Source: an optimization exercise on an open RTL-to-GDS flow (aim: small area, a short achievable clock period and few clock cycles per item). Production flows keep margins and buffers that such runs may drop.
Only simulation tests tie the RTL to the original design; equivalence was not proved.

==> build 41 <==
==> flow/design.v (excerpt) <==
module mx_dot_acc (
    input  wire         clk,
    input  wire         rst,         
    input  wire         in_valid,
    output wire         in_ready,
    input  wire         in_first,    
    input  wire         in_last,     
    input  wire [31:0]  acc_init,    
    input  wire [127:0] w_data,      
    input  wire [7:0]   w_scale,     
    input  wire [255:0] a_data,      
    input  wire [7:0]   a_scale,     
    input  wire [7:0]   skip_t,      
    output reg          out_valid,
    output reg  [31:0]  out_acc      
);
clock: 40.0 ns
lec_check: 0
abc_area: 1
cap_margin: 20
core_margin: 4
core_utilization: 50
slew_margin: 20
standard.sh (not shown) runs the stock make flow with config.mk's settings and CLKGATE_MAP_FILE= SYNTH_SCRIPT=/design/flow/synth_recipe.tcl, a recipe that flattens the netlist after the stock synthesis.
==> flow/flow/run.sh <==
#!/bin/bash
# The standard layout (the standard.sh, its synthesis unchanged), with:
#  - the combinational logic of the synthesized netlist re-mapped by a
#    stronger ABC area script (flow/reabc.sh); registers are kept by name;
#  - ORFS's timing repair asked to leave a setup margin, so that
#    repair_timing works on paths well inside the clock period;
#  - the smallest buffer on each port.
# The SDC and the clock period are unchanged.
set -euo pipefail
cd "$(dirname "$0")/.."
KNOBS=(SETUP_SLACK_MARGIN=31 "BUFFER_PORTS_ARGS=-buffer_cell sky130_fd_sc_hd__buf_1")
R=orfs/results/sky130hd/mx_dot_acc/base
bash standard.sh "${KNOBS[@]}" synth > flow_synth.log 2>&1
cp $R/1_2_yosys.v orfs/1_2_yosys_standard.v
bash flow/reabc.sh orfs/1_2_yosys_standard.v orfs/1_2_yosys_reabc.v \
    "$FLOW_HOME/platforms/sky130hd/lib/sky130_fd_sc_hd__tt_025C_1v80.lib" orfs/reabc > flow_reabc.log 2>&1 \
  && [[ -s orfs/1_2_yosys_reabc.v ]] \
  && cp orfs/1_2_yosys_reabc.v $R/1_2_yosys.v && touch $R/1_2_yosys.v \
  || echo "re-mapping failed: the standard netlist is laid out" >> flow_reabc.log
bash standard.sh "${KNOBS[@]}" finish > flow_layout.log 2>&1
==> flow/flow/reabc.sh <==
#!/bin/bash
# Re-maps the combinational logic of a synthesized netlist with a stronger
# ABC area script; registers (and tie cells) are kept as they are, by name.
# usage: reabc.sh NETLIST_IN NETLIST_OUT LIBERTY WORKDIR
set -euo pipefail
IN=$1; OUT=$2; LIB=$3; W=$4
mkdir -p "$W"
DU=$(grep -o 'cell *( *"\?sky130_fd_sc_hd__[A-Za-z0-9_]*' "$LIB" | sed 's/.*\(sky130_fd_sc_hd__[A-Za-z0-9_]*\)/\1/' | grep -E 'lpflow|probe' | sort -u | sed 's/^/-dont_use /' | tr '\n' ' ')
cat > "$W/area.abc" <<'EOS'
&get -n
&st
&dch -f
&nf -a
&mfs
&put
topo
buffer -c
upsize -c
dnsize -c
EOS
printf 'set_driving_cell sky130_fd_sc_hd__buf_1\nset_load 5\n' > "$W/abc.constr"
cat > "$W/reabc.ys" <<EOS
read_liberty -ignore_miss_func $LIB
read_verilog $IN
hierarchy -top mx_dot_acc
setattr -mod -set keep_hierarchy 1 sky130_fd_sc_hd__*df* sky130_fd_sc_hd__conb_1
flatten
opt_clean
abc -liberty $LIB -script $W/area.abc -constr $W/abc.constr -D 40000 $DU
opt_clean -purge
stat -liberty $LIB
select mx_dot_acc
write_verilog -noattr -nohex -nodec -selected $OUT
EOS
Y=yosys
[[ -n "${FLOW_HOME:-}" && -x "$FLOW_HOME/../tools/install/yosys/bin/yosys" ]] && Y="$FLOW_HOME/../tools/install/yosys/bin/yosys"
"$Y" -l "$W/reabc.log" -q "$W/reabc.ys"
==> inputs of build 43, as changes to build 41 <==
==> flow/flow/run.sh (replaced) <==
#!/bin/bash
# The standard layout (the standard.sh, its synthesis unchanged), with:
#  - ORFS's timing repair asked to leave a setup margin, so that
#    repair_timing works on paths well inside the clock period;
#  - the smallest buffer on each port.
# The SDC and the clock period are unchanged.
set -euo pipefail
cd "$(dirname "$0")/.."
KNOBS=(SETUP_SLACK_MARGIN=31 "BUFFER_PORTS_ARGS=-buffer_cell sky130_fd_sc_hd__buf_1")
bash standard.sh "${KNOBS[@]}" finish > flow_layout.log 2>&1
Settings changed: CORE_UTILIZATION 50 to 45.
removed: flow/flow/reabc.sh
==> inputs of trial 96, as changes to build 41 <==
Settings changed: CORE_UTILIZATION 50 to 45.
==> inputs of trial 32, as changes to build 41 <==
--- a/flow/flow/run.sh
+++ b/flow/flow/run.sh
@@ -10,3 +10,3 @@
 cd "$(dirname "$0")/.."
-KNOBS=(SETUP_SLACK_MARGIN=31 "BUFFER_PORTS_ARGS=-buffer_cell sky130_fd_sc_hd__buf_1")
+KNOBS=(SETUP_SLACK_MARGIN=32 "BUFFER_PORTS_ARGS=-buffer_cell sky130_fd_sc_hd__buf_1")
 R=orfs/results/sky130hd/mx_dot_acc/base
--- a/flow/flow/reabc.sh
+++ b/flow/flow/reabc.sh
@@ -12,3 +12,3 @@
 &dch -f
-&nf -a
+&nf -a -R 20 -C 32 -F 8 -A 4 -p
 &mfs
Settings changed: CORE_UTILIZATION 50 to 45.
==> metrics.md <==
| Metric | Value |
|---|---|
| Gate family responsible for the most delay along the worst path | `compound AO/OA/AOI/OAI gates` |
| Worst Max-Slew Pin Slew | `1.35 ns` |
| Outcome | `no timing/DRC/antenna violations` |
| Mean post-synth cell area | `about 6.7 µm²` |
| Stages on the worst setup path | `44` |
| Finished Layout Cells | `14400` |
| Initial core utilization | `about 45%` |
| Highest attainable clock frequency | `slightly above 0.1 GHz` |
| Multi-input logic portion of the cell area | `70.9%` |
# the run above: trial 96

==> metrics.md <==
| Metric | Value |
|---|---|
| Outcome | `no timing/DRC/antenna violations` |
| Area of the multi-input gates | `between 60000 and 70000 µm²` |
| Syn Std Cell Area | `75100 µm²` |
| Largest net degree at the start of global routing | `57` |
| Gate family responsible for the most delay along the worst path | `compound AO/OA/AOI/OAI gates` |
| Number of cells traversed by the worst hold path | `0` |
| Initial core utilization | `45.4%` |
| Multi-input logic portion of the cell area | `70.5%` |
| Fin crit share | `27.9%` |
| Mean post-synth cell area | `6.84 µm²` |
| Global-route usage over all layers | `35.9%` |
| Finished Layout Cells | `~14000` |
| PostCTS Resize Cnt | `approximately 190` |
| Clock buffers and inverters, area share | `3.00%` |
| Hold Vio Cnt, Final | `0` |
| Worst Max-Slew Pin Slew | `between 1 and 1.5 ns` |
# the run above: trial 32

==> metrics.md <==
| Metric | Value |
|---|---|
| Outcome | `no timing/DRC/antenna violations` |
| Stages on the worst setup path | `between 70 and 80` |
| Initial core utilization | `45.2%` |
| Highest attainable clock frequency | `0.103 GHz` |
| Detailed placement HPWL | `298000 µm` |
| Finished Layout Cells | `between 15000 and 20000` |
| Gate family responsible for the most delay along the worst path | `simple AND/OR/NAND/NOR gates` |
| Antenna violations before repair | `15` |
| Post-CTS setup-driven buffer insertion count | `about 260` |
| Critical Path End | `out_acc[12]$_DFFE_PP_` |
| Mean post-synth cell area | `6.59 µm²` |
# the run above: build 43

==> metrics.md <==
| Metric | Value |
|---|---|
| Final WL | `317000 µm` |
| Placement Rows | `143` |
| Stages on the worst setup path | `between 40 and 50` |
| Fraction of final layout cells with drive strength greater than 1 | `9.75%` |
| Mean post-synth cell area | `roughly 6.7 µm²` |
| Routability congestion estimate from global placement | `1.07` |
| Outcome | `no timing/DRC/antenna violations` |
| First-pass GRT wire length | `about 460000 µm` |
| Initial core utilization | `50.3%` |
| Count of plain and timing-repair buffers | `819` |
| Startpoint of the most critical setup path | `s3_first$_DFF_P_` |
| Highest attainable clock frequency | `0.102 GHz` |
| Clock tree buffer count of the final layout | `94` |
| Finished Layout Cells | `14200` |
| Worst Max-Slew Pin Slew | `approximately 1.3 ns` |
| Fin crit share | `between 20% and 30%` |
| Number of clock sinks | `691` |
| Final net count | `12500` |
# the run above: build 41

Testbench counts of build 41, summed over its fixed seeds: cycles 27,208, blocks 27,168.
Testbench counts of build 43, summed over its fixed seeds: cycles 27,208, blocks 27,168.
Testbench counts of trial 96, summed over its fixed seeds: cycles 27,208, blocks 27,168.
Testbench counts of trial 32, summed over its fixed seeds: cycles 27,208, blocks 27,168.

==> port drivers added, routing unchanged <==
How much do the figures lean on ideal ports? The routed layouts below were timed once more, with nothing changed but the port constraints. Step 1, drivers: a clkbuf_16 drives clk and a buf_2 each remaining input, both assumed. Step 2, shift: input delay + t, output delay - t, t = (earliest + latest rising clock arrival at the registers) / 2. This alone moves slack from input paths to output paths. Slacks: no drivers / after step 1 / after step 2; pairs: no drivers / after step 1.
| run | t (ns) | setup WS [ns] | latest minus earliest clock arrival (ns) |
|---|---|---|---|
| build 41 | 0.781 | 30.171 / 30.171 / 30.171 | 0.039 / 0.040 |
| build 43 | 0.816 | 30.273 / 30.273 / 30.273 | 0.080 / 0.081 |
| trial 96 | 0.813 | 30.277 / 30.277 / 30.277 | 0.062 / 0.062 |
| trial 32 | 0.831 | 28.854 / 28.854 / 28.854 | 0.049 / 0.049 |
After both steps setup and hold are still met in every run listed.
